Source: an optimization exercise on an open RTL-to-GDS flow (aim: a short achievable clock period and few clock cycles per item). Production flows keep margins and buffers that such runs may drop. No functional check of the RTL was part of any run shown here.

==> flow/design.v, too long to show whole: its modules and the start of the top module <==
// module patina_lane: 793 lines
module patina_lane (
    input  wire               clk,
    input  wire               rst,
    input  wire        [17:0] clamp_c,
    input  wire               lin_bypass,
    input  wire signed [31:0] k1,
    input  wire signed [31:0] k2,
    input  wire signed [31:0] k3,
    input  wire               patina_en,
    input  wire signed [11:0] dp,
    input  wire         [2:0] es,
    input  wire         [2:0] eq,
    input  wire        [15:0] out_offset,
    input  wire               in_valid,
    output wire               in_ready,
    input  wire        [13:0] in_code,
    input  wire        [31:0] in_entry,
    output wire               out_valid,
    input  wire               out_ready,
    output wire        [15:0] out_pix,
    output wire               out_hi,
    output wire               out_lo,
    output wire               out_defect
);
  // ...
==> flow/run.sh <==
#!/bin/bash
# synth_recipe.tcl (not shown) runs the flow's synth.tcl, then flattens the netlist and writes it again
# the make line also repeats each setting of config.mk as NAME=value (left out here)
make -C /OpenROAD-flow-scripts/flow DESIGN_CONFIG=/design/flow/config.mk WORK_HOME=/design/flow/orfs CLKGATE_MAP_FILE= SYNTH_SCRIPT=/design/flow/synth_recipe.tcl finish
==> flow/config.mk <==
export PLATFORM = sky130hd
export DESIGN_NAME = patina_lane
export DESIGN_NICKNAME = patina_lane
export VERILOG_FILES = /design/flow/design.v
export SDC_FILE = /design/flow/constraint.sdc
export NUM_CORES = 4
export LEC_CHECK = 0
export CAP_MARGIN = 20
export CORE_MARGIN = 2
export CORE_UTILIZATION = 40
export SLEW_MARGIN = 20
==> flow/constraint.sdc <==
create_clock -name core_clock -period 20.0 [get_ports {clk}]
set_input_delay 4.0000 -clock core_clock [delete_from_list [all_inputs] [get_ports {clk}]]
set_output_delay 4.0000 -clock core_clock [all_outputs]
set_load 0.01 [all_outputs]
==> impl_metrics.tcl, run 1 <==
set metrics [dict create \
    synth_area_leaders "fa_1 (37%), dfxtp_1 (25%), inv_1 (7.1%)" \
    cts_tree "done" \
    status "finished clean" \
    reg2reg_to "d_8[22]" \
    path_clk_slew_ps 60 \
    highest_layer "met5" \
    avgViaCountPerCell 4.76 \
    final_cell_mix "inv_1 (3,512), fa_1 (3,392), dfxtp_1 (2,246)" \
    synthMuxAreaShare 0.0188 \
    post-cts-setup-buffers 0 \
    critPathMaxStageDelay_ps 540 \
    setup_viol 0 \
    avgSynthCellArea_um2 11.1 \
    min_period_ps 5820 \
    place_inst 22700 \
    synth_warnings 1 \
    areaGrowthSynthToFinish_pct 10.5 \
    yosysUniqueCellTypes 103 \
    clkSinkCount 2611 \
    drv_cap 0 \
    drt-initial-drc-count 6459 \
    dieWidth_um 686 \
    met1_length_um 188000 \
    antenna_left 0 \
    hp-start "dh_6[8]" \
    utilization 0.444 \
    crit_end "out_pix[12]" \
    grt_pass1_vias 122000 \
    tapCellCount 6174 \
    crit_path_cell_trace "clkdlybuf4s50_1" \
    critPathKind "register to output pin" \
    comb.multi_input.count 10100 \
    path_delay_family "buffers and inverters" \
]
==> run 2: changes to the inputs <==
==> flow/design.v (replaced) <==
module patina_lane (
    input  wire               clk,
    input  wire               rst,
    input  wire        [17:0] clamp_c,
    input  wire               lin_bypass,
    input  wire signed [31:0] k1,
    input  wire signed [31:0] k2,
    input  wire signed [31:0] k3,
    input  wire               patina_en,
    input  wire signed [11:0] dp,
    input  wire         [2:0] es,
    input  wire         [2:0] eq,
    input  wire        [15:0] out_offset,
    input  wire               in_valid,
    output wire               in_ready,
    input  wire        [13:0] in_code,
    input  wire        [31:0] in_entry,
    output wire               out_valid,
    input  wire               out_ready,
    output wire        [15:0] out_pix,
    output wire               out_hi,
    output wire               out_lo,
    output wire               out_defect
);
    localparam QD = 16;
    reg          in_rdy_r;
    reg   [QD:0] cred;
    reg          ov;                
    wire         take    = in_valid && in_rdy_r;
    wire         deliver = ov && out_ready;
    always @(posedge clk) begin
        if (rst) begin
            cred     <= 0;
            in_rdy_r <= 1'b1;
        end else begin
            if (take && !deliver)
                cred <= {cred[QD-1:0], 1'b1};
            else if (deliver && !take)
                cred <= {1'b0, cred[QD:1]};
            in_rdy_r <= !cred[QD-1];
        end
    end
    assign in_ready = in_rdy_r;
    reg               c_byp;
    reg signed [31:0] c_k1, c_k2, c_k3;
    reg               c_pen;
    reg signed [11:0] c_dp;
    reg         [2:0] c_es, c_eq;
    reg        [15:0] c_off;
    always @(posedge clk) begin
        c_byp   <= lin_bypass;
        c_k1    <= k1;
        c_k2    <= k2;
        c_k3    <= k3;
        c_pen   <= patina_en;
        c_dp    <= dp;
        c_es    <= es;
        c_eq    <= eq;
        c_off   <= out_offset;
    end
    reg               v1;
    reg signed [19:0] x_1;
    reg               hi_1, lo_1;
    reg        [31:0] ent_1;
    always @(posedge clk) begin
        v1    <= !rst && take;
        x_1   <= $signed({2'b00, in_code, 4'b0000}) - $signed({2'b00, clamp_c});
        hi_1  <= (in_code == 14'h3FFF);
        lo_1  <= (in_code == 14'h0000);
        ent_1 <= in_entry;
    end
    reg [35:0] sq_r_120;
    reg [35:0] sq_r_121;
    reg [35:0] sq_r_122;
    reg [35:0] sq_r_123;
    reg [54:0] ka_r_124;
    reg [54:0] ka_r_125;
    reg [54:0] ka_r_126;
    reg [54:0] ka_r_127;
    reg signed [19:0] x_2;
    reg [0:0] hi_2;
    reg [0:0] lo_2;
    reg [31:0] ent_2;
    reg signed [16:0] sdp_2;
    reg [54:0] kr_139;
    reg [54:0] kr_140;
    reg [54:0] kr_141;
    reg signed [19:0] x_3;
    reg [0:0] hi_3;
    reg [0:0] lo_3;
    reg [31:0] ent_3;
    reg [17:0] w_3;
    reg signed [14:0] sr_3;
    reg [54:0] mm_r_197;
    reg [54:0] mm_r_198;
    reg [54:0] mm_r_199;
    reg [54:0] mm_r_200;
    reg signed [19:0] x_4;
    reg [0:0] hi_4;
    reg [0:0] lo_4;
    reg signed [15:0] ds_4;
    reg signed [2:0] q_4;
    reg [13:0] g_4;
    reg signed [19:0] x_5;
    reg [0:0] hi_5;
    reg [0:0] lo_5;
    reg signed [15:0] ds_5;
    reg signed [2:0] q_5;
    reg [13:0] g_5;
    reg signed [36:0] m_5;
    reg signed [22:0] db_5;
    reg signed [22:0] dl_5;
    reg signed [22:0] dh_5;
    reg [56:0] xm_r_263;
    reg [56:0] xm_r_264;
    reg [56:0] xm_r_265;
    reg signed [19:0] x_6;
    reg [0:0] hi_6;
    reg [0:0] lo_6;
    reg signed [15:0] ds_6;
    reg signed [2:0] q_6;
    reg [13:0] g_6;
    reg signed [22:0] db_6;
    reg signed [22:0] dl_6;
    reg signed [22:0] dh_6;
    reg [0:0] hi_7;
    reg [0:0] lo_7;
    reg signed [2:0] q_7;
    reg [13:0] g_7;
    reg signed [22:0] d_7;
    reg signed [21:0] y_7;
    reg [45:0] dd_r_337;
    reg [45:0] dd_r_338;
    reg [45:0] dd_r_339;
    reg [45:0] dd_r_340;
    reg [0:0] hi_8;
    reg [0:0] lo_8;
    reg signed [2:0] q_8;
    reg [13:0] g_8;
    reg signed [22:0] d_8;
    reg signed [20:0] r_8;
    reg [0:0] hi_9;
    reg [0:0] lo_9;
    reg signed [2:0] q_9;
    reg [13:0] g_9;
    reg signed [22:0] d_9;
    reg signed [20:0] r_9;
    reg [51:0] dds_9;
    reg [0:0] ee_ci_360;
    reg [31:0] ee_r_361;
    reg [31:0] ee_r_362;
    reg [0:0] hi_10;
    reg [0:0] lo_10;
    reg [13:0] g_10;
    reg signed [20:0] r_10;
    reg [45:0] eg_r_397;
    reg [45:0] eg_r_398;
    reg [45:0] eg_r_399;
    reg [45:0] eg_r_400;
    reg [45:0] eg_r_401;
    reg [45:0] eg_r_402;
    reg [45:0] eg_r_403;
    reg [45:0] eg_r_404;
    reg [0:0] hi_11;
    reg [0:0] lo_11;
    reg signed [20:0] r_11;
    reg [0:0] z_11;
    reg [0:0] eg_ci_420;
    reg [30:0] eg_r_421;
    reg [30:0] eg_r_422;
    reg [0:0] hi_12;
    reg [0:0] lo_12;
    reg signed [20:0] r_12;
    reg [0:0] z_12;
    reg v2;
    reg v3;
    reg v4;
    reg v5;
    reg v6;
    reg v7;
    reg v8;
    reg v9;
    reg v10;
    reg v11;
    reg v12;
    wire [35:0] sq_a_1 = {{16{x_1[19]}}, x_1};
    wire [35:0] sq_p_2 = ({36{x_1[0]}} & (sq_a_1 << 0));
    wire [35:0] sq_p_3 = ({36{x_1[1]}} & (sq_a_1 << 1));
    wire [35:0] sq_p_4 = ({36{x_1[2]}} & (sq_a_1 << 2));
    wire [35:0] sq_p_5 = ({36{x_1[3]}} & (sq_a_1 << 3));
    wire [35:0] sq_p_6 = ({36{x_1[4]}} & (sq_a_1 << 4));
    wire [35:0] sq_p_7 = ({36{x_1[5]}} & (sq_a_1 << 5));
    wire [35:0] sq_p_8 = ({36{x_1[6]}} & (sq_a_1 << 6));
    wire [35:0] sq_p_9 = ({36{x_1[7]}} & (sq_a_1 << 7));
    wire [35:0] sq_p_10 = ({36{x_1[8]}} & (sq_a_1 << 8));
    wire [35:0] sq_p_11 = ({36{x_1[9]}} & (sq_a_1 << 9));
    wire [35:0] sq_p_12 = ({36{x_1[10]}} & (sq_a_1 << 10));
    wire [35:0] sq_p_13 = ({36{x_1[11]}} & (sq_a_1 << 11));
    wire [35:0] sq_p_14 = ({36{x_1[12]}} & (sq_a_1 << 12));
    wire [35:0] sq_p_15 = ({36{x_1[13]}} & (sq_a_1 << 13));
    wire [35:0] sq_p_16 = ({36{x_1[14]}} & (sq_a_1 << 14));
    wire [35:0] sq_p_17 = ({36{x_1[15]}} & (sq_a_1 << 15));
    wire [35:0] sq_p_18 = ({36{x_1[16]}} & (sq_a_1 << 16));
    wire [35:0] sq_p_19 = ({36{x_1[17]}} & (sq_a_1 << 17));
    wire [35:0] sq_p_20 = ({36{x_1[18]}} & (sq_a_1 << 18));
    wire [35:0] sq_p_21 = ~({36{x_1[19]}} & (sq_a_1 << 19));
    wire [54:0] ka_a_22 = {{23{c_k2[31]}}, c_k2};
    wire [54:0] ka_p_23 = ({55{x_1[0]}} & (ka_a_22 << 0));
    wire [54:0] ka_p_24 = ({55{x_1[1]}} & (ka_a_22 << 1));
    wire [54:0] ka_p_25 = ({55{x_1[2]}} & (ka_a_22 << 2));
    wire [54:0] ka_p_26 = ({55{x_1[3]}} & (ka_a_22 << 3));
    wire [54:0] ka_p_27 = ({55{x_1[4]}} & (ka_a_22 << 4));
    wire [54:0] ka_p_28 = ({55{x_1[5]}} & (ka_a_22 << 5));
    wire [54:0] ka_p_29 = ({55{x_1[6]}} & (ka_a_22 << 6));
    wire [54:0] ka_p_30 = ({55{x_1[7]}} & (ka_a_22 << 7));
    wire [54:0] ka_p_31 = ({55{x_1[8]}} & (ka_a_22 << 8));
    wire [54:0] ka_p_32 = ({55{x_1[9]}} & (ka_a_22 << 9));
    wire [54:0] ka_p_33 = ({55{x_1[10]}} & (ka_a_22 << 10));
    wire [54:0] ka_p_34 = ({55{x_1[11]}} & (ka_a_22 << 11));
    wire [54:0] ka_p_35 = ({55{x_1[12]}} & (ka_a_22 << 12));
    wire [54:0] ka_p_36 = ({55{x_1[13]}} & (ka_a_22 << 13));
    wire [54:0] ka_p_37 = ({55{x_1[14]}} & (ka_a_22 << 14));
    wire [54:0] ka_p_38 = ({55{x_1[15]}} & (ka_a_22 << 15));
    wire [54:0] ka_p_39 = ({55{x_1[16]}} & (ka_a_22 << 16));
    wire [54:0] ka_p_40 = ({55{x_1[17]}} & (ka_a_22 << 17));
    wire [54:0] ka_p_41 = ({55{x_1[18]}} & (ka_a_22 << 18));
    wire [54:0] ka_p_42 = ~({55{x_1[19]}} & (ka_a_22 << 19));
    wire [54:0] ka_v_43 = {{23{c_k1[31]}}, c_k1};
    wire [4:0] slw = ent_1[7:3];
    wire [16:0] sd_a_44 = {{5{c_dp[11]}}, c_dp};
    wire [16:0] sd_p_45 = ({17{slw[0]}} & (sd_a_44 << 0));
    wire [16:0] sd_p_46 = ({17{slw[1]}} & (sd_a_44 << 1));
    wire [16:0] sd_p_47 = ({17{slw[2]}} & (sd_a_44 << 2));
    wire [16:0] sd_p_48 = ({17{slw[3]}} & (sd_a_44 << 3));
    wire [16:0] sd_p_49 = ~({17{slw[4]}} & (sd_a_44 << 4));
    wire [35:0] sq_s_50 = sq_p_2 ^ sq_p_3 ^ sq_p_4;
    wire [35:0] sq_c_51 = ((sq_p_2 & sq_p_3) | (sq_p_2 & sq_p_4) | (sq_p_3 & sq_p_4)) << 1;
    wire [35:0] sq_s_52 = sq_p_5 ^ sq_p_6 ^ sq_p_7;
    wire [35:0] sq_c_53 = ((sq_p_5 & sq_p_6) | (sq_p_5 & sq_p_7) | (sq_p_6 & sq_p_7)) << 1;
    wire [35:0] sq_s_54 = sq_p_8 ^ sq_p_9 ^ sq_p_10;
    wire [35:0] sq_c_55 = ((sq_p_8 & sq_p_9) | (sq_p_8 & sq_p_10) | (sq_p_9 & sq_p_10)) << 1;
    wire [35:0] sq_s_56 = sq_p_11 ^ sq_p_12 ^ sq_p_13;
    wire [35:0] sq_c_57 = ((sq_p_11 & sq_p_12) | (sq_p_11 & sq_p_13) | (sq_p_12 & sq_p_13)) << 1;
    wire [35:0] sq_s_58 = sq_p_14 ^ sq_p_15 ^ sq_p_16;
    wire [35:0] sq_c_59 = ((sq_p_14 & sq_p_15) | (sq_p_14 & sq_p_16) | (sq_p_15 & sq_p_16)) << 1;
    wire [35:0] sq_s_60 = sq_p_17 ^ sq_p_18 ^ sq_p_19;
    wire [35:0] sq_c_61 = ((sq_p_17 & sq_p_18) | (sq_p_17 & sq_p_19) | (sq_p_18 & sq_p_19)) << 1;
    wire [35:0] sq_s_62 = sq_p_20 ^ sq_p_21 ^ 36'd131073;
    wire [35:0] sq_c_63 = ((sq_p_20 & sq_p_21) | (sq_p_20 & 36'd131073) | (sq_p_21 & 36'd131073)) << 1;
    wire [35:0] sq_s_64 = sq_s_50 ^ sq_c_51 ^ sq_s_52;
    wire [35:0] sq_c_65 = ((sq_s_50 & sq_c_51) | (sq_s_50 & sq_s_52) | (sq_c_51 & sq_s_52)) << 1;
    wire [35:0] sq_s_66 = sq_c_53 ^ sq_s_54 ^ sq_c_55;
    wire [35:0] sq_c_67 = ((sq_c_53 & sq_s_54) | (sq_c_53 & sq_c_55) | (sq_s_54 & sq_c_55)) << 1;
    wire [35:0] sq_s_68 = sq_s_56 ^ sq_c_57 ^ sq_s_58;
    wire [35:0] sq_c_69 = ((sq_s_56 & sq_c_57) | (sq_s_56 & sq_s_58) | (sq_c_57 & sq_s_58)) << 1;
    wire [35:0] sq_s_70 = sq_c_59 ^ sq_s_60 ^ sq_c_61;
    wire [35:0] sq_c_71 = ((sq_c_59 & sq_s_60) | (sq_c_59 & sq_c_61) | (sq_s_60 & sq_c_61)) << 1;
    wire [35:0] sq_s_72 = sq_s_64 ^ sq_c_65 ^ sq_s_66;
    wire [35:0] sq_c_73 = ((sq_s_64 & sq_c_65) | (sq_s_64 & sq_s_66) | (sq_c_65 & sq_s_66)) << 1;
    wire [35:0] sq_s_74 = sq_c_67 ^ sq_s_68 ^ sq_c_69;
    wire [35:0] sq_c_75 = ((sq_c_67 & sq_s_68) | (sq_c_67 & sq_c_69) | (sq_s_68 & sq_c_69)) << 1;
    wire [35:0] sq_s_76 = sq_s_70 ^ sq_c_71 ^ sq_s_62;
    wire [35:0] sq_c_77 = ((sq_s_70 & sq_c_71) | (sq_s_70 & sq_s_62) | (sq_c_71 & sq_s_62)) << 1;
    wire [35:0] sq_s_78 = sq_s_72 ^ sq_c_73 ^ sq_s_74;
    wire [35:0] sq_c_79 = ((sq_s_72 & sq_c_73) | (sq_s_72 & sq_s_74) | (sq_c_73 & sq_s_74)) << 1;
    wire [35:0] sq_s_80 = sq_c_75 ^ sq_s_76 ^ sq_c_77;
    wire [35:0] sq_c_81 = ((sq_c_75 & sq_s_76) | (sq_c_75 & sq_c_77) | (sq_s_76 & sq_c_77)) << 1;
    wire [35:0] sq_s_82 = sq_s_78 ^ sq_c_79 ^ sq_s_80;
    wire [35:0] sq_c_83 = ((sq_s_78 & sq_c_79) | (sq_s_78 & sq_s_80) | (sq_c_79 & sq_s_80)) << 1;
    wire [54:0] ka_s_84 = ka_p_23 ^ ka_p_24 ^ ka_p_25;
    wire [54:0] ka_c_85 = ((ka_p_23 & ka_p_24) | (ka_p_23 & ka_p_25) | (ka_p_24 & ka_p_25)) << 1;
    wire [54:0] ka_s_86 = ka_p_26 ^ ka_p_27 ^ ka_p_28;
    wire [54:0] ka_c_87 = ((ka_p_26 & ka_p_27) | (ka_p_26 & ka_p_28) | (ka_p_27 & ka_p_28)) << 1;
    wire [54:0] ka_s_88 = ka_p_29 ^ ka_p_30 ^ ka_p_31;
    wire [54:0] ka_c_89 = ((ka_p_29 & ka_p_30) | (ka_p_29 & ka_p_31) | (ka_p_30 & ka_p_31)) << 1;
    wire [54:0] ka_s_90 = ka_p_32 ^ ka_p_33 ^ ka_p_34;
    wire [54:0] ka_c_91 = ((ka_p_32 & ka_p_33) | (ka_p_32 & ka_p_34) | (ka_p_33 & ka_p_34)) << 1;
    wire [54:0] ka_s_92 = ka_p_35 ^ ka_p_36 ^ ka_p_37;
    wire [54:0] ka_c_93 = ((ka_p_35 & ka_p_36) | (ka_p_35 & ka_p_37) | (ka_p_36 & ka_p_37)) << 1;
    wire [54:0] ka_s_94 = ka_p_38 ^ ka_p_39 ^ ka_p_40;
    wire [54:0] ka_c_95 = ((ka_p_38 & ka_p_39) | (ka_p_38 & ka_p_40) | (ka_p_39 & ka_p_40)) << 1;
    wire [54:0] ka_s_96 = ka_p_41 ^ ka_p_42 ^ (ka_v_43 << 18);
    wire [54:0] ka_c_97 = ((ka_p_41 & ka_p_42) | (ka_p_41 & (ka_v_43 << 18)) | (ka_p_42 & (ka_v_43 << 18))) << 1;
    wire [54:0] ka_s_98 = ka_s_84 ^ ka_c_85 ^ ka_s_86;
    wire [54:0] ka_c_99 = ((ka_s_84 & ka_c_85) | (ka_s_84 & ka_s_86) | (ka_c_85 & ka_s_86)) << 1;
    wire [54:0] ka_s_100 = ka_c_87 ^ ka_s_88 ^ ka_c_89;
    wire [54:0] ka_c_101 = ((ka_c_87 & ka_s_88) | (ka_c_87 & ka_c_89) | (ka_s_88 & ka_c_89)) << 1;
    wire [54:0] ka_s_102 = ka_s_90 ^ ka_c_91 ^ ka_s_92;
    wire [54:0] ka_c_103 = ((ka_s_90 & ka_c_91) | (ka_s_90 & ka_s_92) | (ka_c_91 & ka_s_92)) << 1;
    wire [54:0] ka_s_104 = ka_c_93 ^ ka_s_94 ^ ka_c_95;
    wire [54:0] ka_c_105 = ((ka_c_93 & ka_s_94) | (ka_c_93 & ka_c_95) | (ka_s_94 & ka_c_95)) << 1;
    wire [54:0] ka_s_106 = ka_s_96 ^ ka_c_97 ^ 55'd140737488486401;
    wire [54:0] ka_c_107 = ((ka_s_96 & ka_c_97) | (ka_s_96 & 55'd140737488486401) | (ka_c_97 & 55'd140737488486401)) << 1;
    wire [54:0] ka_s_108 = ka_s_98 ^ ka_c_99 ^ ka_s_100;
    wire [54:0] ka_c_109 = ((ka_s_98 & ka_c_99) | (ka_s_98 & ka_s_100) | (ka_c_99 & ka_s_100)) << 1;
    wire [54:0] ka_s_110 = ka_c_101 ^ ka_s_102 ^ ka_c_103;
    wire [54:0] ka_c_111 = ((ka_c_101 & ka_s_102) | (ka_c_101 & ka_c_103) | (ka_s_102 & ka_c_103)) << 1;
    wire [54:0] ka_s_112 = ka_s_104 ^ ka_c_105 ^ ka_s_106;
    wire [54:0] ka_c_113 = ((ka_s_104 & ka_c_105) | (ka_s_104 & ka_s_106) | (ka_c_105 & ka_s_106)) << 1;
    wire [54:0] ka_s_114 = ka_s_108 ^ ka_c_109 ^ ka_s_110;
    wire [54:0] ka_c_115 = ((ka_s_108 & ka_c_109) | (ka_s_108 & ka_s_110) | (ka_c_109 & ka_s_110)) << 1;
    wire [54:0] ka_s_116 = ka_c_111 ^ ka_s_112 ^ ka_c_113;
    wire [54:0] ka_c_117 = ((ka_c_111 & ka_s_112) | (ka_c_111 & ka_c_113) | (ka_s_112 & ka_c_113)) << 1;
    wire [54:0] ka_s_118 = ka_s_114 ^ ka_c_115 ^ ka_s_116;
    wire [54:0] ka_c_119 = ((ka_s_114 & ka_c_115) | (ka_s_114 & ka_s_116) | (ka_c_115 & ka_s_116)) << 1;
    wire [16:0] sd_t_128 = sd_p_45 + sd_p_46 + sd_p_47 + sd_p_48 + sd_p_49 + 17'd1;
    wire [35:0] sq_s_129 = sq_r_120 ^ sq_r_121 ^ sq_r_122;
    wire [35:0] sq_c_130 = ((sq_r_120 & sq_r_121) | (sq_r_120 & sq_r_122) | (sq_r_121 & sq_r_122)) << 1;
    wire [35:0] sq_s_131 = sq_s_129 ^ sq_c_130 ^ sq_r_123;
    wire [35:0] sq_c_132 = ((sq_s_129 & sq_c_130) | (sq_s_129 & sq_r_123) | (sq_c_130 & sq_r_123)) << 1;
    wire [35:0] sq_t_133 = sq_s_131 + sq_c_132;
    wire [17:0] ww = sq_t_133[35:18];
    wire [54:0] ka_s_134 = ka_r_124 ^ ka_r_125 ^ ka_r_126;
    wire [54:0] ka_c_135 = ((ka_r_124 & ka_r_125) | (ka_r_124 & ka_r_126) | (ka_r_125 & ka_r_126)) << 1;
    wire [54:0] ka_s_136 = ka_s_134 ^ ka_c_135 ^ ka_r_127;
    wire [54:0] ka_c_137 = ((ka_s_134 & ka_c_135) | (ka_s_134 & ka_r_127) | (ka_c_135 & ka_r_127)) << 1;
    wire [18:0] ka_lo_138 = {1'b0, ka_s_136[17:0]} + {1'b0, ka_c_137[17:0]};
    wire signed [23:0] sdp_e = sdp_2 <<< c_es;
    wire signed [23:0] sdp_r = (sdp_e + 24'sd512) >>> 10;
    wire [54:0] mm_a_142 = {{23{c_k3[31]}}, c_k3};
    wire [54:0] mm_p_143 = ({55{w_3[0]}} & (mm_a_142 << 0));
    wire [54:0] mm_p_144 = ({55{w_3[1]}} & (mm_a_142 << 1));
    wire [54:0] mm_p_145 = ({55{w_3[2]}} & (mm_a_142 << 2));
    wire [54:0] mm_p_146 = ({55{w_3[3]}} & (mm_a_142 << 3));
    wire [54:0] mm_p_147 = ({55{w_3[4]}} & (mm_a_142 << 4));
    wire [54:0] mm_p_148 = ({55{w_3[5]}} & (mm_a_142 << 5));
    wire [54:0] mm_p_149 = ({55{w_3[6]}} & (mm_a_142 << 6));
    wire [54:0] mm_p_150 = ({55{w_3[7]}} & (mm_a_142 << 7));
    wire [54:0] mm_p_151 = ({55{w_3[8]}} & (mm_a_142 << 8));
    wire [54:0] mm_p_152 = ({55{w_3[9]}} & (mm_a_142 << 9));
    wire [54:0] mm_p_153 = ({55{w_3[10]}} & (mm_a_142 << 10));
    wire [54:0] mm_p_154 = ({55{w_3[11]}} & (mm_a_142 << 11));
    wire [54:0] mm_p_155 = ({55{w_3[12]}} & (mm_a_142 << 12));
    wire [54:0] mm_p_156 = ({55{w_3[13]}} & (mm_a_142 << 13));
    wire [54:0] mm_p_157 = ({55{w_3[14]}} & (mm_a_142 << 14));
    wire [54:0] mm_p_158 = ({55{w_3[15]}} & (mm_a_142 << 15));
    wire [54:0] mm_p_159 = ({55{w_3[16]}} & (mm_a_142 << 16));
    wire [54:0] mm_p_160 = ({55{w_3[17]}} & (mm_a_142 << 17));
    wire [54:0] mm_s_161 = mm_p_143 ^ mm_p_144 ^ mm_p_145;
    wire [54:0] mm_c_162 = ((mm_p_143 & mm_p_144) | (mm_p_143 & mm_p_145) | (mm_p_144 & mm_p_145)) << 1;
    wire [54:0] mm_s_163 = mm_p_146 ^ mm_p_147 ^ mm_p_148;
    wire [54:0] mm_c_164 = ((mm_p_146 & mm_p_147) | (mm_p_146 & mm_p_148) | (mm_p_147 & mm_p_148)) << 1;
    wire [54:0] mm_s_165 = mm_p_149 ^ mm_p_150 ^ mm_p_151;
    wire [54:0] mm_c_166 = ((mm_p_149 & mm_p_150) | (mm_p_149 & mm_p_151) | (mm_p_150 & mm_p_151)) << 1;
    wire [54:0] mm_s_167 = mm_p_152 ^ mm_p_153 ^ mm_p_154;
    wire [54:0] mm_c_168 = ((mm_p_152 & mm_p_153) | (mm_p_152 & mm_p_154) | (mm_p_153 & mm_p_154)) << 1;
    wire [54:0] mm_s_169 = mm_p_155 ^ mm_p_156 ^ mm_p_157;
    wire [54:0] mm_c_170 = ((mm_p_155 & mm_p_156) | (mm_p_155 & mm_p_157) | (mm_p_156 & mm_p_157)) << 1;
    wire [54:0] mm_s_171 = mm_p_158 ^ mm_p_159 ^ mm_p_160;
    wire [54:0] mm_c_172 = ((mm_p_158 & mm_p_159) | (mm_p_158 & mm_p_160) | (mm_p_159 & mm_p_160)) << 1;
    wire [54:0] mm_s_173 = kr_139 ^ kr_140 ^ kr_141;
    wire [54:0] mm_c_174 = ((kr_139 & kr_140) | (kr_139 & kr_141) | (kr_140 & kr_141)) << 1;
    wire [54:0] mm_s_175 = mm_s_161 ^ mm_c_162 ^ mm_s_163;
    wire [54:0] mm_c_176 = ((mm_s_161 & mm_c_162) | (mm_s_161 & mm_s_163) | (mm_c_162 & mm_s_163)) << 1;
    wire [54:0] mm_s_177 = mm_c_164 ^ mm_s_165 ^ mm_c_166;
    wire [54:0] mm_c_178 = ((mm_c_164 & mm_s_165) | (mm_c_164 & mm_c_166) | (mm_s_165 & mm_c_166)) << 1;
    wire [54:0] mm_s_179 = mm_s_167 ^ mm_c_168 ^ mm_s_169;
    wire [54:0] mm_c_180 = ((mm_s_167 & mm_c_168) | (mm_s_167 & mm_s_169) | (mm_c_168 & mm_s_169)) << 1;
    wire [54:0] mm_s_181 = mm_c_170 ^ mm_s_171 ^ mm_c_172;
    wire [54:0] mm_c_182 = ((mm_c_170 & mm_s_171) | (mm_c_170 & mm_c_172) | (mm_s_171 & mm_c_172)) << 1;
    wire [54:0] mm_s_183 = mm_s_173 ^ mm_c_174 ^ 55'd131072;
    wire [54:0] mm_c_184 = ((mm_s_173 & mm_c_174) | (mm_s_173 & 55'd131072) | (mm_c_174 & 55'd131072)) << 1;
    wire [54:0] mm_s_185 = mm_s_175 ^ mm_c_176 ^ mm_s_177;
    wire [54:0] mm_c_186 = ((mm_s_175 & mm_c_176) | (mm_s_175 & mm_s_177) | (mm_c_176 & mm_s_177)) << 1;
    wire [54:0] mm_s_187 = mm_c_178 ^ mm_s_179 ^ mm_c_180;
    wire [54:0] mm_c_188 = ((mm_c_178 & mm_s_179) | (mm_c_178 & mm_c_180) | (mm_s_179 & mm_c_180)) << 1;
    wire [54:0] mm_s_189 = mm_s_181 ^ mm_c_182 ^ mm_s_183;
    wire [54:0] mm_c_190 = ((mm_s_181 & mm_c_182) | (mm_s_181 & mm_s_183) | (mm_c_182 & mm_s_183)) << 1;
    wire [54:0] mm_s_191 = mm_s_185 ^ mm_c_186 ^ mm_s_187;
    wire [54:0] mm_c_192 = ((mm_s_185 & mm_c_186) | (mm_s_185 & mm_s_187) | (mm_c_186 & mm_s_187)) << 1;
    wire [54:0] mm_s_193 = mm_c_188 ^ mm_s_189 ^ mm_c_190;
    wire [54:0] mm_c_194 = ((mm_c_188 & mm_s_189) | (mm_c_188 & mm_c_190) | (mm_s_189 & mm_c_190)) << 1;
    wire [54:0] mm_s_195 = mm_s_191 ^ mm_c_192 ^ mm_s_193;
    wire [54:0] mm_c_196 = ((mm_s_191 & mm_c_192) | (mm_s_191 & mm_s_193) | (mm_c_192 & mm_s_193)) << 1;
    wire signed [15:0] ndsw = -(($signed(ent_3[17:8]) <<< 2) + sr_3);
    wire [54:0] mm_s_201 = mm_r_197 ^ mm_r_198 ^ mm_r_199;
    wire [54:0] mm_c_202 = ((mm_r_197 & mm_r_198) | (mm_r_197 & mm_r_199) | (mm_r_198 & mm_r_199)) << 1;
    wire [54:0] mm_s_203 = mm_s_201 ^ mm_c_202 ^ mm_r_200;
    wire [54:0] mm_c_204 = ((mm_s_201 & mm_c_202) | (mm_s_201 & mm_r_200) | (mm_c_202 & mm_r_200)) << 1;
    wire [54:0] mm_t_205 = mm_s_203 + mm_c_204;
    wire signed [22:0] dbw = x_4 + ds_4;
    wire signed [22:0] dlw = -23'sd2097152 + ds_4;
    wire signed [22:0] dhw = 23'sd2097151 + ds_4;
    wire [56:0] xm_a_206 = {{20{m_5[36]}}, m_5};
    wire [56:0] xm_p_207 = ({57{x_5[0]}} & (xm_a_206 << 0));
    wire [56:0] xm_p_208 = ({57{x_5[1]}} & (xm_a_206 << 1));
    wire [56:0] xm_p_209 = ({57{x_5[2]}} & (xm_a_206 << 2));
    wire [56:0] xm_p_210 = ({57{x_5[3]}} & (xm_a_206 << 3));
    wire [56:0] xm_p_211 = ({57{x_5[4]}} & (xm_a_206 << 4));
    wire [56:0] xm_p_212 = ({57{x_5[5]}} & (xm_a_206 << 5));
    wire [56:0] xm_p_213 = ({57{x_5[6]}} & (xm_a_206 << 6));
    wire [56:0] xm_p_214 = ({57{x_5[7]}} & (xm_a_206 << 7));
    wire [56:0] xm_p_215 = ({57{x_5[8]}} & (xm_a_206 << 8));
    wire [56:0] xm_p_216 = ({57{x_5[9]}} & (xm_a_206 << 9));
    wire [56:0] xm_p_217 = ({57{x_5[10]}} & (xm_a_206 << 10));
    wire [56:0] xm_p_218 = ({57{x_5[11]}} & (xm_a_206 << 11));
    wire [56:0] xm_p_219 = ({57{x_5[12]}} & (xm_a_206 << 12));
    wire [56:0] xm_p_220 = ({57{x_5[13]}} & (xm_a_206 << 13));
    wire [56:0] xm_p_221 = ({57{x_5[14]}} & (xm_a_206 << 14));
    wire [56:0] xm_p_222 = ({57{x_5[15]}} & (xm_a_206 << 15));
    wire [56:0] xm_p_223 = ({57{x_5[16]}} & (xm_a_206 << 16));
    wire [56:0] xm_p_224 = ({57{x_5[17]}} & (xm_a_206 << 17));
    wire [56:0] xm_p_225 = ({57{x_5[18]}} & (xm_a_206 << 18));
    wire [56:0] xm_p_226 = ~({57{x_5[19]}} & (xm_a_206 << 19));
    wire [56:0] xm_s_227 = xm_p_207 ^ xm_p_208 ^ xm_p_209;
    wire [56:0] xm_c_228 = ((xm_p_207 & xm_p_208) | (xm_p_207 & xm_p_209) | (xm_p_208 & xm_p_209)) << 1;
    wire [56:0] xm_s_229 = xm_p_210 ^ xm_p_211 ^ xm_p_212;
    wire [56:0] xm_c_230 = ((xm_p_210 & xm_p_211) | (xm_p_210 & xm_p_212) | (xm_p_211 & xm_p_212)) << 1;
    wire [56:0] xm_s_231 = xm_p_213 ^ xm_p_214 ^ xm_p_215;
    wire [56:0] xm_c_232 = ((xm_p_213 & xm_p_214) | (xm_p_213 & xm_p_215) | (xm_p_214 & xm_p_215)) << 1;
    wire [56:0] xm_s_233 = xm_p_216 ^ xm_p_217 ^ xm_p_218;
    wire [56:0] xm_c_234 = ((xm_p_216 & xm_p_217) | (xm_p_216 & xm_p_218) | (xm_p_217 & xm_p_218)) << 1;
    wire [56:0] xm_s_235 = xm_p_219 ^ xm_p_220 ^ xm_p_221;
    wire [56:0] xm_c_236 = ((xm_p_219 & xm_p_220) | (xm_p_219 & xm_p_221) | (xm_p_220 & xm_p_221)) << 1;
    wire [56:0] xm_s_237 = xm_p_222 ^ xm_p_223 ^ xm_p_224;
    wire [56:0] xm_c_238 = ((xm_p_222 & xm_p_223) | (xm_p_222 & xm_p_224) | (xm_p_223 & xm_p_224)) << 1;
    wire [56:0] xm_s_239 = xm_p_225 ^ xm_p_226 ^ 57'd268435457;
    wire [56:0] xm_c_240 = ((xm_p_225 & xm_p_226) | (xm_p_225 & 57'd268435457) | (xm_p_226 & 57'd268435457)) << 1;
    wire [56:0] xm_s_241 = xm_s_227 ^ xm_c_228 ^ xm_s_229;
    wire [56:0] xm_c_242 = ((xm_s_227 & xm_c_228) | (xm_s_227 & xm_s_229) | (xm_c_228 & xm_s_229)) << 1;
    wire [56:0] xm_s_243 = xm_c_230 ^ xm_s_231 ^ xm_c_232;
    wire [56:0] xm_c_244 = ((xm_c_230 & xm_s_231) | (xm_c_230 & xm_c_232) | (xm_s_231 & xm_c_232)) << 1;
    wire [56:0] xm_s_245 = xm_s_233 ^ xm_c_234 ^ xm_s_235;
    wire [56:0] xm_c_246 = ((xm_s_233 & xm_c_234) | (xm_s_233 & xm_s_235) | (xm_c_234 & xm_s_235)) << 1;
    wire [56:0] xm_s_247 = xm_c_236 ^ xm_s_237 ^ xm_c_238;
    wire [56:0] xm_c_248 = ((xm_c_236 & xm_s_237) | (xm_c_236 & xm_c_238) | (xm_s_237 & xm_c_238)) << 1;
    wire [56:0] xm_s_249 = xm_s_241 ^ xm_c_242 ^ xm_s_243;
    wire [56:0] xm_c_250 = ((xm_s_241 & xm_c_242) | (xm_s_241 & xm_s_243) | (xm_c_242 & xm_s_243)) << 1;
    wire [56:0] xm_s_251 = xm_c_244 ^ xm_s_245 ^ xm_c_246;
    wire [56:0] xm_c_252 = ((xm_c_244 & xm_s_245) | (xm_c_244 & xm_c_246) | (xm_s_245 & xm_c_246)) << 1;
    wire [56:0] xm_s_253 = xm_s_247 ^ xm_c_248 ^ xm_s_239;
    wire [56:0] xm_c_254 = ((xm_s_247 & xm_c_248) | (xm_s_247 & xm_s_239) | (xm_c_248 & xm_s_239)) << 1;
    wire [56:0] xm_s_255 = xm_s_249 ^ xm_c_250 ^ xm_s_251;
    wire [56:0] xm_c_256 = ((xm_s_249 & xm_c_250) | (xm_s_249 & xm_s_251) | (xm_c_250 & xm_s_251)) << 1;
    wire [56:0] xm_s_257 = xm_c_252 ^ xm_s_253 ^ xm_c_254;
    wire [56:0] xm_c_258 = ((xm_c_252 & xm_s_253) | (xm_c_252 & xm_c_254) | (xm_s_253 & xm_c_254)) << 1;
    wire [56:0] xm_s_259 = xm_s_255 ^ xm_c_256 ^ xm_s_257;
    wire [56:0] xm_c_260 = ((xm_s_255 & xm_c_256) | (xm_s_255 & xm_s_257) | (xm_c_256 & xm_s_257)) << 1;
    wire [56:0] xm_s_261 = xm_s_259 ^ xm_c_260 ^ xm_c_258;
    wire [56:0] xm_c_262 = ((xm_s_259 & xm_c_260) | (xm_s_259 & xm_c_258) | (xm_c_260 & xm_c_258)) << 1;
    wire [56:0] xm_s_266 = xm_r_263 ^ xm_r_264 ^ xm_r_265;
    wire [56:0] xm_c_267 = ((xm_r_263 & xm_r_264) | (xm_r_263 & xm_r_265) | (xm_r_264 & xm_r_265)) << 1;
    wire [56:0] xd_v_268 = {{41{ds_6[15]}}, ds_6};
    wire [56:0] xd_s_269 = xm_s_266 ^ xm_c_267 ^ (xd_v_268 << 29);
    wire [56:0] xd_c_270 = ((xm_s_266 & xm_c_267) | (xm_s_266 & (xd_v_268 << 29)) | (xm_c_267 & (xd_v_268 << 29))) << 1;
    wire [56:0] xm_t_271 = xm_s_266 + xm_c_267;
    wire [56:0] xd_t_272 = xd_s_269 + xd_c_270;
    wire signed [27:0] pw = xm_t_271[56:29];
    wire p_lo = (pw < -28'sd2097152);
    wire p_hi = (pw > 28'sd2097151);
    reg signed [22:0] dw;
    reg signed [21:0] yw;
    always @(*) begin
        if (c_byp) begin dw = db_6; yw = x_6; end
        else if (p_lo) begin dw = dl_6; yw = -22'sd2097152; end
        else if (p_hi) begin dw = dh_6; yw = 22'sd2097151; end
        else begin dw = xd_t_272[51:29]; yw = pw[21:0]; end
    end
    wire [45:0] dd_a_273 = {{23{d_7[22]}}, d_7};
    wire [45:0] dd_p_274 = ({46{d_7[0]}} & (dd_a_273 << 0));
    wire [45:0] dd_p_275 = ({46{d_7[1]}} & (dd_a_273 << 1));
    wire [45:0] dd_p_276 = ({46{d_7[2]}} & (dd_a_273 << 2));
    wire [45:0] dd_p_277 = ({46{d_7[3]}} & (dd_a_273 << 3));
    wire [45:0] dd_p_278 = ({46{d_7[4]}} & (dd_a_273 << 4));
    wire [45:0] dd_p_279 = ({46{d_7[5]}} & (dd_a_273 << 5));
    wire [45:0] dd_p_280 = ({46{d_7[6]}} & (dd_a_273 << 6));
    wire [45:0] dd_p_281 = ({46{d_7[7]}} & (dd_a_273 << 7));
    wire [45:0] dd_p_282 = ({46{d_7[8]}} & (dd_a_273 << 8));
    wire [45:0] dd_p_283 = ({46{d_7[9]}} & (dd_a_273 << 9));
    wire [45:0] dd_p_284 = ({46{d_7[10]}} & (dd_a_273 << 10));
    wire [45:0] dd_p_285 = ({46{d_7[11]}} & (dd_a_273 << 11));
    wire [45:0] dd_p_286 = ({46{d_7[12]}} & (dd_a_273 << 12));
    wire [45:0] dd_p_287 = ({46{d_7[13]}} & (dd_a_273 << 13));
    wire [45:0] dd_p_288 = ({46{d_7[14]}} & (dd_a_273 << 14));
    wire [45:0] dd_p_289 = ({46{d_7[15]}} & (dd_a_273 << 15));
    wire [45:0] dd_p_290 = ({46{d_7[16]}} & (dd_a_273 << 16));
    wire [45:0] dd_p_291 = ({46{d_7[17]}} & (dd_a_273 << 17));
    wire [45:0] dd_p_292 = ({46{d_7[18]}} & (dd_a_273 << 18));
    wire [45:0] dd_p_293 = ({46{d_7[19]}} & (dd_a_273 << 19));
    wire [45:0] dd_p_294 = ({46{d_7[20]}} & (dd_a_273 << 20));
    wire [45:0] dd_p_295 = ({46{d_7[21]}} & (dd_a_273 << 21));
    wire [45:0] dd_p_296 = ~({46{d_7[22]}} & (dd_a_273 << 22));
    wire signed [20:0] rw = ($signed({y_7[21], y_7}) + 23'sd2) >>> 2;
    wire [45:0] dd_s_297 = dd_p_274 ^ dd_p_275 ^ dd_p_276;
    wire [45:0] dd_c_298 = ((dd_p_274 & dd_p_275) | (dd_p_274 & dd_p_276) | (dd_p_275 & dd_p_276)) << 1;
    wire [45:0] dd_s_299 = dd_p_277 ^ dd_p_278 ^ dd_p_279;
    wire [45:0] dd_c_300 = ((dd_p_277 & dd_p_278) | (dd_p_277 & dd_p_279) | (dd_p_278 & dd_p_279)) << 1;
    wire [45:0] dd_s_301 = dd_p_280 ^ dd_p_281 ^ dd_p_282;
    wire [45:0] dd_c_302 = ((dd_p_280 & dd_p_281) | (dd_p_280 & dd_p_282) | (dd_p_281 & dd_p_282)) << 1;
    wire [45:0] dd_s_303 = dd_p_283 ^ dd_p_284 ^ dd_p_285;
    wire [45:0] dd_c_304 = ((dd_p_283 & dd_p_284) | (dd_p_283 & dd_p_285) | (dd_p_284 & dd_p_285)) << 1;
    wire [45:0] dd_s_305 = dd_p_286 ^ dd_p_287 ^ dd_p_288;
    wire [45:0] dd_c_306 = ((dd_p_286 & dd_p_287) | (dd_p_286 & dd_p_288) | (dd_p_287 & dd_p_288)) << 1;
    wire [45:0] dd_s_307 = dd_p_289 ^ dd_p_290 ^ dd_p_291;
    wire [45:0] dd_c_308 = ((dd_p_289 & dd_p_290) | (dd_p_289 & dd_p_291) | (dd_p_290 & dd_p_291)) << 1;
    wire [45:0] dd_s_309 = dd_p_292 ^ dd_p_293 ^ dd_p_294;
    wire [45:0] dd_c_310 = ((dd_p_292 & dd_p_293) | (dd_p_292 & dd_p_294) | (dd_p_293 & dd_p_294)) << 1;
    wire [45:0] dd_s_311 = dd_p_295 ^ dd_p_296 ^ 46'd1;
    wire [45:0] dd_c_312 = ((dd_p_295 & dd_p_296) | (dd_p_295 & 46'd1) | (dd_p_296 & 46'd1)) << 1;
    wire [45:0] dd_s_313 = dd_s_297 ^ dd_c_298 ^ dd_s_299;
    wire [45:0] dd_c_314 = ((dd_s_297 & dd_c_298) | (dd_s_297 & dd_s_299) | (dd_c_298 & dd_s_299)) << 1;
    wire [45:0] dd_s_315 = dd_c_300 ^ dd_s_301 ^ dd_c_302;
    wire [45:0] dd_c_316 = ((dd_c_300 & dd_s_301) | (dd_c_300 & dd_c_302) | (dd_s_301 & dd_c_302)) << 1;
    wire [45:0] dd_s_317 = dd_s_303 ^ dd_c_304 ^ dd_s_305;
    wire [45:0] dd_c_318 = ((dd_s_303 & dd_c_304) | (dd_s_303 & dd_s_305) | (dd_c_304 & dd_s_305)) << 1;
    wire [45:0] dd_s_319 = dd_c_306 ^ dd_s_307 ^ dd_c_308;
    wire [45:0] dd_c_320 = ((dd_c_306 & dd_s_307) | (dd_c_306 & dd_c_308) | (dd_s_307 & dd_c_308)) << 1;
    wire [45:0] dd_s_321 = dd_s_309 ^ dd_c_310 ^ dd_s_311;
    wire [45:0] dd_c_322 = ((dd_s_309 & dd_c_310) | (dd_s_309 & dd_s_311) | (dd_c_310 & dd_s_311)) << 1;
    wire [45:0] dd_s_323 = dd_s_313 ^ dd_c_314 ^ dd_s_315;
    wire [45:0] dd_c_324 = ((dd_s_313 & dd_c_314) | (dd_s_313 & dd_s_315) | (dd_c_314 & dd_s_315)) << 1;
    wire [45:0] dd_s_325 = dd_c_316 ^ dd_s_317 ^ dd_c_318;
    wire [45:0] dd_c_326 = ((dd_c_316 & dd_s_317) | (dd_c_316 & dd_c_318) | (dd_s_317 & dd_c_318)) << 1;
    wire [45:0] dd_s_327 = dd_s_319 ^ dd_c_320 ^ dd_s_321;
    wire [45:0] dd_c_328 = ((dd_s_319 & dd_c_320) | (dd_s_319 & dd_s_321) | (dd_c_320 & dd_s_321)) << 1;
    wire [45:0] dd_s_329 = dd_s_323 ^ dd_c_324 ^ dd_s_325;
    wire [45:0] dd_c_330 = ((dd_s_323 & dd_c_324) | (dd_s_323 & dd_s_325) | (dd_c_324 & dd_s_325)) << 1;
    wire [45:0] dd_s_331 = dd_c_326 ^ dd_s_327 ^ dd_c_328;
    wire [45:0] dd_c_332 = ((dd_c_326 & dd_s_327) | (dd_c_326 & dd_c_328) | (dd_s_327 & dd_c_328)) << 1;
    wire [45:0] dd_s_333 = dd_s_329 ^ dd_c_330 ^ dd_s_331;
    wire [45:0] dd_c_334 = ((dd_s_329 & dd_c_330) | (dd_s_329 & dd_s_331) | (dd_c_330 & dd_s_331)) << 1;
    wire [45:0] dd_s_335 = dd_c_332 ^ dd_c_322 ^ dd_c_312;
    wire [45:0] dd_c_336 = ((dd_c_332 & dd_c_322) | (dd_c_332 & dd_c_312) | (dd_c_322 & dd_c_312)) << 1;
    wire [45:0] dd_s_341 = dd_r_337 ^ dd_r_338 ^ dd_r_339;
    wire [45:0] dd_c_342 = ((dd_r_337 & dd_r_338) | (dd_r_337 & dd_r_339) | (dd_r_338 & dd_r_339)) << 1;
    wire [45:0] dd_s_343 = dd_s_341 ^ dd_c_342 ^ dd_r_340;
    wire [45:0] dd_c_344 = ((dd_s_341 & dd_c_342) | (dd_s_341 & dd_r_340) | (dd_c_342 & dd_r_340)) << 1;
    wire [45:0] dd_t_345 = dd_s_343 + dd_c_344;
    wire [51:0] ddsw = {7'd0, dd_t_345[44:0]} << c_eq;
    wire [57:0] ee_a_346 = {6'd0, dds_9};
    wire [57:0] ee_p_347 = ({58{q_9[0]}} & (ee_a_346 << 0));
    wire [57:0] ee_p_348 = ({58{q_9[1]}} & (ee_a_346 << 1));
    wire [57:0] ee_p_349 = ~({58{q_9[2]}} & (ee_a_346 << 2));
    wire [57:0] ee_v_350 = {{35{d_9[22]}}, d_9};
    wire [57:0] ee_s_351 = ee_p_347 ^ ee_p_348 ^ ee_p_349;
    wire [57:0] ee_c_352 = ((ee_p_347 & ee_p_348) | (ee_p_347 & ee_p_349) | (ee_p_348 & ee_p_349)) << 1;
    wire [57:0] ee_s_353 = ee_s_351 ^ ee_c_352 ^ (ee_v_350 << 26);
    wire [57:0] ee_c_354 = ((ee_s_351 & ee_c_352) | (ee_s_351 & (ee_v_350 << 26)) | (ee_c_352 & (ee_v_350 << 26))) << 1;
    wire [57:0] ee_s_355 = ee_s_353 ^ ee_c_354 ^ 58'd33554433;
    wire [57:0] ee_c_356 = ((ee_s_353 & ee_c_354) | (ee_s_353 & 58'd33554433) | (ee_c_354 & 58'd33554433)) << 1;
    wire [26:0] ee_lo_357 = {1'b0, ee_s_355[25:0]} + {1'b0, ee_c_356[25:0]};
    wire [31:0] ee_h_358 = ee_s_355[57:26];
    wire [31:0] ee_h_359 = ee_c_356[57:26];
    wire [32:0] ee_u_363 = {ee_r_361, 1'b1} + {ee_r_362, ee_ci_360};
    wire [31:0] ee_t_364 = ee_u_363[32:1];
    wire signed [31:0] ew = ee_t_364;
    wire [45:0] eg_a_365 = {{16{ew[29]}}, ew};
    wire [45:0] eg_p_366 = ({46{g_10[0]}} & (eg_a_365 << 0));
    wire [45:0] eg_p_367 = ({46{g_10[1]}} & (eg_a_365 << 1));
    wire [45:0] eg_p_368 = ({46{g_10[2]}} & (eg_a_365 << 2));
    wire [45:0] eg_p_369 = ({46{g_10[3]}} & (eg_a_365 << 3));
    wire [45:0] eg_p_370 = ({46{g_10[4]}} & (eg_a_365 << 4));
    wire [45:0] eg_p_371 = ({46{g_10[5]}} & (eg_a_365 << 5));
    wire [45:0] eg_p_372 = ({46{g_10[6]}} & (eg_a_365 << 6));
    wire [45:0] eg_p_373 = ({46{g_10[7]}} & (eg_a_365 << 7));
    wire [45:0] eg_p_374 = ({46{g_10[8]}} & (eg_a_365 << 8));
    wire [45:0] eg_p_375 = ({46{g_10[9]}} & (eg_a_365 << 9));
    wire [45:0] eg_p_376 = ({46{g_10[10]}} & (eg_a_365 << 10));
    wire [45:0] eg_p_377 = ({46{g_10[11]}} & (eg_a_365 << 11));
    wire [45:0] eg_p_378 = ({46{g_10[12]}} & (eg_a_365 << 12));
    wire [45:0] eg_p_379 = ({46{g_10[13]}} & (eg_a_365 << 13));
    wire [45:0] eg_v_380 = {30'd0, c_off};
    wire [45:0] eg_s_381 = eg_p_366 ^ eg_p_367 ^ eg_p_368;
    wire [45:0] eg_c_382 = ((eg_p_366 & eg_p_367) | (eg_p_366 & eg_p_368) | (eg_p_367 & eg_p_368)) << 1;
    wire [45:0] eg_s_383 = eg_p_369 ^ eg_p_370 ^ eg_p_371;
    wire [45:0] eg_c_384 = ((eg_p_369 & eg_p_370) | (eg_p_369 & eg_p_371) | (eg_p_370 & eg_p_371)) << 1;
    wire [45:0] eg_s_385 = eg_p_372 ^ eg_p_373 ^ eg_p_374;
    wire [45:0] eg_c_386 = ((eg_p_372 & eg_p_373) | (eg_p_372 & eg_p_374) | (eg_p_373 & eg_p_374)) << 1;
    wire [45:0] eg_s_387 = eg_p_375 ^ eg_p_376 ^ eg_p_377;
    wire [45:0] eg_c_388 = ((eg_p_375 & eg_p_376) | (eg_p_375 & eg_p_377) | (eg_p_376 & eg_p_377)) << 1;
    wire [45:0] eg_s_389 = eg_p_378 ^ eg_p_379 ^ (eg_v_380 << 15);
    wire [45:0] eg_c_390 = ((eg_p_378 & eg_p_379) | (eg_p_378 & (eg_v_380 << 15)) | (eg_p_379 & (eg_v_380 << 15))) << 1;
    wire [45:0] eg_s_391 = eg_s_381 ^ eg_c_382 ^ eg_s_383;
    wire [45:0] eg_c_392 = ((eg_s_381 & eg_c_382) | (eg_s_381 & eg_s_383) | (eg_c_382 & eg_s_383)) << 1;
    wire [45:0] eg_s_393 = eg_c_384 ^ eg_s_385 ^ eg_c_386;
    wire [45:0] eg_c_394 = ((eg_c_384 & eg_s_385) | (eg_c_384 & eg_c_386) | (eg_s_385 & eg_c_386)) << 1;
    wire [45:0] eg_s_395 = eg_s_387 ^ eg_c_388 ^ eg_s_389;
    wire [45:0] eg_c_396 = ((eg_s_387 & eg_c_388) | (eg_s_387 & eg_s_389) | (eg_c_388 & eg_s_389)) << 1;
    wire [45:0] eg_s_405 = eg_r_397 ^ eg_r_398 ^ eg_r_399;
    wire [45:0] eg_c_406 = ((eg_r_397 & eg_r_398) | (eg_r_397 & eg_r_399) | (eg_r_398 & eg_r_399)) << 1;
    wire [45:0] eg_s_407 = eg_r_400 ^ eg_r_401 ^ eg_r_402;
    wire [45:0] eg_c_408 = ((eg_r_400 & eg_r_401) | (eg_r_400 & eg_r_402) | (eg_r_401 & eg_r_402)) << 1;
    wire [45:0] eg_s_409 = eg_s_405 ^ eg_c_406 ^ eg_s_407;
    wire [45:0] eg_c_410 = ((eg_s_405 & eg_c_406) | (eg_s_405 & eg_s_407) | (eg_c_406 & eg_s_407)) << 1;
    wire [45:0] eg_s_411 = eg_c_408 ^ eg_r_403 ^ eg_r_404;
    wire [45:0] eg_c_412 = ((eg_c_408 & eg_r_403) | (eg_c_408 & eg_r_404) | (eg_r_403 & eg_r_404)) << 1;
    wire [45:0] eg_s_413 = eg_s_409 ^ eg_c_410 ^ eg_s_411;
    wire [45:0] eg_c_414 = ((eg_s_409 & eg_c_410) | (eg_s_409 & eg_s_411) | (eg_c_410 & eg_s_411)) << 1;
    wire [45:0] eg_s_415 = eg_s_413 ^ eg_c_414 ^ eg_c_412;
    wire [45:0] eg_c_416 = ((eg_s_413 & eg_c_414) | (eg_s_413 & eg_c_412) | (eg_c_414 & eg_c_412)) << 1;
    wire [15:0] eg_lo_417 = {1'b0, eg_s_415[14:0]} + {1'b0, eg_c_416[14:0]};
    wire [30:0] eg_h_418 = eg_s_415[45:15];
    wire [30:0] eg_h_419 = eg_c_416[45:15];
    wire [31:0] eg_u_423 = {eg_r_421, 1'b1} + {eg_r_422, eg_ci_420};
    wire [30:0] eg_t_424 = eg_u_423[31:1];
    wire signed [30:0] o = eg_t_424;
    wire signed [20:0] r = r_12;
    wire hi = hi_12, lo = lo_12, z = z_12;
    wire vl = v12;
    always @(posedge clk) begin
        sq_r_120 <= sq_s_82;
        sq_r_121 <= sq_c_83;
        sq_r_122 <= sq_c_81;
        sq_r_123 <= sq_c_63;
        ka_r_124 <= ka_s_118;
        ka_r_125 <= ka_c_119;
        ka_r_126 <= ka_c_117;
        ka_r_127 <= ka_c_107;
        x_2 <= x_1;
        hi_2 <= hi_1;
        lo_2 <= lo_1;
        ent_2 <= ent_1;
        sdp_2 <= sd_t_128;
        kr_139 <= {ka_s_136[54:18], 18'd0};
        kr_140 <= {ka_c_137[54:18], 18'd0};
        kr_141 <= {36'd0, ka_lo_138[18], 18'd0};
        x_3 <= x_2;
        hi_3 <= hi_2;
        lo_3 <= lo_2;
        ent_3 <= ent_2;
        w_3 <= ww;
        sr_3 <= sdp_r[14:0];
        mm_r_197 <= mm_s_195;
        mm_r_198 <= mm_c_196;
        mm_r_199 <= mm_c_194;
        mm_r_200 <= mm_c_184;
        x_4 <= x_3;
        hi_4 <= hi_3;
        lo_4 <= lo_3;
        ds_4 <= ndsw;
        q_4 <= ent_3[2:0];
        g_4 <= ent_3[31:18];
        x_5 <= x_4;
        hi_5 <= hi_4;
        lo_5 <= lo_4;
        ds_5 <= ds_4;
        q_5 <= q_4;
        g_5 <= g_4;
        m_5 <= mm_t_205[54:18];
        db_5 <= dbw;
        dl_5 <= dlw;
        dh_5 <= dhw;
        xm_r_263 <= xm_s_261;
        xm_r_264 <= xm_c_262;
        xm_r_265 <= xm_c_240;
        x_6 <= x_5;
        hi_6 <= hi_5;
        lo_6 <= lo_5;
        ds_6 <= ds_5;
        q_6 <= q_5;
        g_6 <= g_5;
        db_6 <= db_5;
        dl_6 <= dl_5;
        dh_6 <= dh_5;
        hi_7 <= hi_6;
        lo_7 <= lo_6;
        q_7 <= q_6;
        g_7 <= g_6;
        d_7 <= dw;
        y_7 <= yw;
        dd_r_337 <= dd_s_333;
        dd_r_338 <= dd_c_334;
        dd_r_339 <= dd_s_335;
        dd_r_340 <= dd_c_336;
        hi_8 <= hi_7;
        lo_8 <= lo_7;
        q_8 <= q_7;
        g_8 <= g_7;
        d_8 <= d_7;
        r_8 <= rw;
        hi_9 <= hi_8;
        lo_9 <= lo_8;
        q_9 <= q_8;
        g_9 <= g_8;
        d_9 <= d_8;
        r_9 <= r_8;
        dds_9 <= ddsw;
        ee_ci_360 <= ee_lo_357[26];
        ee_r_361 <= ee_h_358;
        ee_r_362 <= ee_h_359;
        hi_10 <= hi_9;
        lo_10 <= lo_9;
        g_10 <= g_9;
        r_10 <= r_9;
        eg_r_397 <= eg_s_391;
        eg_r_398 <= eg_c_392;
        eg_r_399 <= eg_s_393;
        eg_r_400 <= eg_c_394;
        eg_r_401 <= eg_s_395;
        eg_r_402 <= eg_c_396;
        eg_r_403 <= eg_c_390;
        eg_r_404 <= 46'd16384;
        hi_11 <= hi_10;
        lo_11 <= lo_10;
        r_11 <= r_10;
        z_11 <= (g_10 == 14'd0);
        eg_ci_420 <= eg_lo_417[15];
        eg_r_421 <= eg_h_418;
        eg_r_422 <= eg_h_419;
        hi_12 <= hi_11;
        lo_12 <= lo_11;
        r_12 <= r_11;
        z_12 <= z_11;
        v2 <= !rst && v1;
        v3 <= !rst && v2;
        v4 <= !rst && v3;
        v5 <= !rst && v4;
        v6 <= !rst && v5;
        v7 <= !rst && v6;
        v8 <= !rst && v7;
        v9 <= !rst && v8;
        v10 <= !rst && v9;
        v11 <= !rst && v10;
        v12 <= !rst && v11;
    end
    reg [15:0] val;
    always @(*) begin
        if (c_pen) begin
            if (z)
                val = 16'd0;
            else if (o < 0)
                val = 16'd0;
            else if (o > 31'sd65535)
                val = 16'hFFFF;
            else
                val = o[15:0];
        end else begin
            if (r < 0)
                val = 16'd0;
            else if (r > 21'sd65535)
                val = 16'hFFFF;
            else
                val = r[15:0];
        end
        if (hi)
            val = 16'hFFFF;
        else if (lo)
            val = 16'd0;
    end
    wire [18:0] res = {c_pen && z && !hi && !lo, lo, hi, val};
    reg [18:0] q [0:QD-1];
    reg [4:0] wr, rd;
    reg [18:0] oreg;
    wire       qempty = (wr == rd);
    wire       load   = (!ov || out_ready) && (!qempty || vl);
    reg  [18:0] ohold;
    wire [18:0] onext = qempty ? res : q[rd[4-1:0]];
    always @(posedge clk) begin
        if (vl)
            q[wr[4-1:0]] <= res;
        if (rst)
            ohold <= 19'd0;
        else if (load)
            ohold <= onext;
        oreg <= load ? onext : ohold;
    end
    always @(posedge clk) begin
        if (rst) begin
            wr <= 0;
            rd <= 0;
            ov <= 1'b0;
        end else begin
            if (vl)
                wr <= wr + 1'b1;
            if (load) begin
                rd <= rd + 1'b1;
                ov <= 1'b1;
            end else if (out_ready) begin
                ov <= 1'b0;
            end
        end
    end
    assign out_valid  = ov;
    assign out_pix    = oreg[15:0];
    assign out_hi     = oreg[16];
    assign out_lo     = oreg[17];
    assign out_defect = oreg[18];
endmodule
==> flow/flow/run.sh (new file) <==
#!/bin/bash
# Layout flow: the standard ORFS flow (standard.sh), with the port
# buffers made plain sky130_fd_sc_hd__buf_4 cells. Every input and output
# port still gets its buffer; only the cell type differs from buffer_ports'
# own choice (a clkdlybuf4s50_1 delay cell).
set -euo pipefail
export BUFFER_PORTS_ARGS="-buffer_cell sky130_fd_sc_hd__buf_4"
bash standard.sh > standard_flow.log 2>&1
==> flow/standard.sh (new file) <==
#!/bin/bash
# synth_recipe.tcl (not shown) runs the flow's synth.tcl, then flattens the netlist and writes it again
# the make line also repeats each setting of config.mk as NAME=value (left out here)
make -C /OpenROAD-flow-scripts/flow DESIGN_CONFIG=/design/flow/config.mk WORK_HOME=/design/flow/orfs CLKGATE_MAP_FILE= SYNTH_SCRIPT=/design/flow/synth_recipe.tcl "${@:-finish}"
removed: flow/run.sh
==> run 2 against run 1 <==
Net effect: flip-flop and latch count decreased by 88; register-to-register slack lost 60 ps; synthesized cell count fell by 0.62%; cell count fell by 0.76%; first-iteration DRC count down 12%; clock skew fell by 20 ps; global-route usage down 0.68 points; wire length decreased by 5.1%; design area is 1.7% lower; hold slack improved by 10 ps; count of clock-buffer cells in the layout fell by 17.
==> impl_metrics.tcl, run 2 <==
set metrics [dict create \
    firstDrtPassIters 5 \
    syn_area_mm2 0.184 \
    fill_cells 43100 \
    drv_cap 0 \
    nNetsFinal 21400 \
    die_area_mm2 0.465 \
    drt-initial-drc-count 5652 \
    critPathKind "input pin to register" \
    grt_max_degree 68 \
    synth_edf_count 304 \
    worst_slew_pin_slew_ps 1130 \
    avgSynthCellArea_um2 11.0 \
    dp_hpwl_um 324000 \
    remaining_drc_errors 0 \
    cts_buffer_depth 4 \
    wire_per_inst_um 18.0 \
    timing.fmax_mhz 153 \
    post-cts-setup-buffers 0 \
    dieWidth_um 682 \
    synth_top_area_share 0.370 \
    start_util 0.402 \
    drive_above_1_share 0.0636 \
    async_flop_share 0 \
    cp-start-kind "input pin" \
    finalHoldViolations 0 \
    avgViaCountPerCell 4.72 \
    rsz0062_at_grt "false" \
    status "finished clean" \
    critPathRequiredTime_ps 20840 \
    syn_inst 16700 \
    cp_max_fo 3 \
    multi_input_area_mm2 0.115 \
    routed_wl_um 416000 \
    cts_resized 0 \
    min_period_ps 6550 \
    ctsHtreeMaxLevel 5 \
    final_cell_mix "inv_1 (3,519), fa_1 (3,391), dfxtp_1 (2,165)" \
    setup_viol 0 \
    seq_area_frac_synth 0.292 \
    cp_data_arrival_time_ps 7390 \
    synth_area_leaders "fa_1 (37%), dfxtp_1 (24%), inv_1 (7.2%)" \
    yosysMostFrequentCell "inv_1" \
    portBuffers 220 \
    fp.coreArea_mm2 0.457 \
    synth_nets 21300 \
    grt_pass1_wl_um 674000 \
    synth_seq_cells 2523 \
    rows 248 \
    cp-end-kind "register" \
    insertion_delay_ps 940 \
    clkSinkCount 2523 \
    slew_headroom 0.245 \
    final_common_cell "inv_1" \
    largest_reg_flops 304 \
    yosysUniqueCellTypes 100 \
    antenna_found_initial 18 \
    synth_warnings 1 \
    cts_tree "done" \
    finalCritPeriodShare 0.328 \
    yosysTopAreaCell "fa_1" \
    regArea_mm2 0.0536 \
    grt_usage 0.184 \
    utilization 0.442 \
    gr-total-overflow 0 \
    worstHoldPathType "register to register" \
    whs_path_depth 0 \
    path_clk_slew_ps 60 \
    cts-root-buf "clkbuf_16" \
    vias 109000 \
    cts-hold-fix-buffers 0 \
    antenna_left 0 \
    die_y_um 682 \
    cts_buffers 290 \
    final_max_slew_viol_count 0 \
    ios 221 \
    grt_pass1_vias 120000 \
    areaGrowthSynthToFinish_pct 9.92 \
    synth_common_cells "inv_1 (3,519), fa_1 (3,391), dfxtp_1 (2,219)" \
    fin_skew_ps 52.2 \
    tns_ps 0 \
    synthFlopType "dfxtp_1" \
    gp_congestion 0.882 \
    r2r_cells 16 \
]
run 2: cell count changes after synthesis, sizes merged, moves of 16 or more:
cell / previous run / this run
dfxtp: 2288 / 2219
nand2: 1474 / 1514
a21o: 133 / 102
nand3: 117 / 86
mux2i: 76 / 103
nor2b: 53 / 75
nor3b: 27 / 7
edfxtp: 323 / 304
nor2: 288 / 305
xor2: 129 / 113
run 2: worst paths after layout:
check | slack (ps) | from | to
worst min-delay path | 310 | x_3[4] | x_4[4]
worst max-delay path | 13450 | in_code[0] | x_1[18]
worst min register to register | 310 | x_3[4] | x_4[4]
worst max register to register | 14330 | xm_r_263[25] | d_7[22]
run 2: cell families (layout without fill, tap and decap cells):
family,count (synthesis),after routing,share of synthesized area
AND/OR/NAND/NOR,4084,4084,0.114
adder cells (fa/ha/maj),4404,4404,0.439
other,0,10,0
buffers and inverters,4106,4398,0.0841
multiplexers,232,232,0.0197
flip-flops,2523,2523,0.292
XOR/XNOR,364,364,0.0174
AO/OA/AOI/OAI,973,973,0.0349
run 2: metal layers:
metal / part of all wire / vias up / GRT usage
met2: 0.48 / 2375 / 0.315
met1: 0.43 / 55900 / 0.243
met3: 0.048 / 611 / 0.0229
met5: 0.000065 / - / 0
met4: 0.037 / 4 / 0.0626
li1: - / 50200 / -
run 2: critical path: stages:
cell       delay (ps)
buf_4             280
ha_1              330
nor4bb_1          190
o21ai_2           330
buf_4             310
a21boi_0          160
o21ai_0           280
a21boi_0          160
o21ai_0           160
nand2b_1          100
a31o_2            280
and4_1            220
o31a_1            280
o21ai_0           170
o2bb2ai_1         140
run 2: cell type report:
class                      instances  area share
tap                             6125      0.0380
clock buffer                     372      0.0395
antenna                           10    0.000124
multi-input combinational      10100       0.569
clock inverter                   145     0.00941
timing repair buffer             360      0.0134
inverter                        3521      0.0655
sequential                      2523       0.266
run 2: metrics by stage:
stage	std cells	instance area, um2	hold WS, ps	worst slack (ps)
5_1_grt	23100	202000	315	13350
3_3_place_gp	22600	192000	310	12420
2_1_floorplan	16700	184000	310	13670
6_report	23100	202000	309	13450
3_5_place_dp	22600	192000	312	12460
4_1_cts	23100	202000	306	13470

## re-timing with driven ports
No port has a modelled driver above. Below, the same layouts with a new extraction and two added sets of constraints.
Step 1 (the two cells are an assumption about what drives the block):
set clk [get_ports {clk}]
set_driving_cell -lib_cell sky130_fd_sc_hd__clkbuf_16 $clk
set_driving_cell -lib_cell sky130_fd_sc_hd__buf_2 [delete_from_list [all_inputs] $clk]
Step 2 times the ports against the registers' clock, not the clock port: input delays grow and output delays shrink by t, the midpoint of the rising clock arrivals with the driver on.
a / b / c = no drivers / after step 1 / after step 2; a / b = the first two.
| run | t, ns | setup WS [ns] | hold WS [ns] | worst setup path after step 2 | latest minus earliest clock arrival (ns) |
|---|---|---|---|---|---|
| run 1 | 1.040 | 14.182 / 14.057 / 13.673 | 0.299 / 0.299 / 0.299 | input to register | 0.082 / 0.082 |
| run 2 | 1.034 | 13.447 / 13.534 / 12.500 | 0.309 / 0.309 / 0.309 | input to register | 0.060 / 0.060 |
After both steps setup and hold are still met in every run listed. For run 2, which loses most, drivers alone change the setup slack by +0.087 ns; drivers and shift together by -0.947 ns.
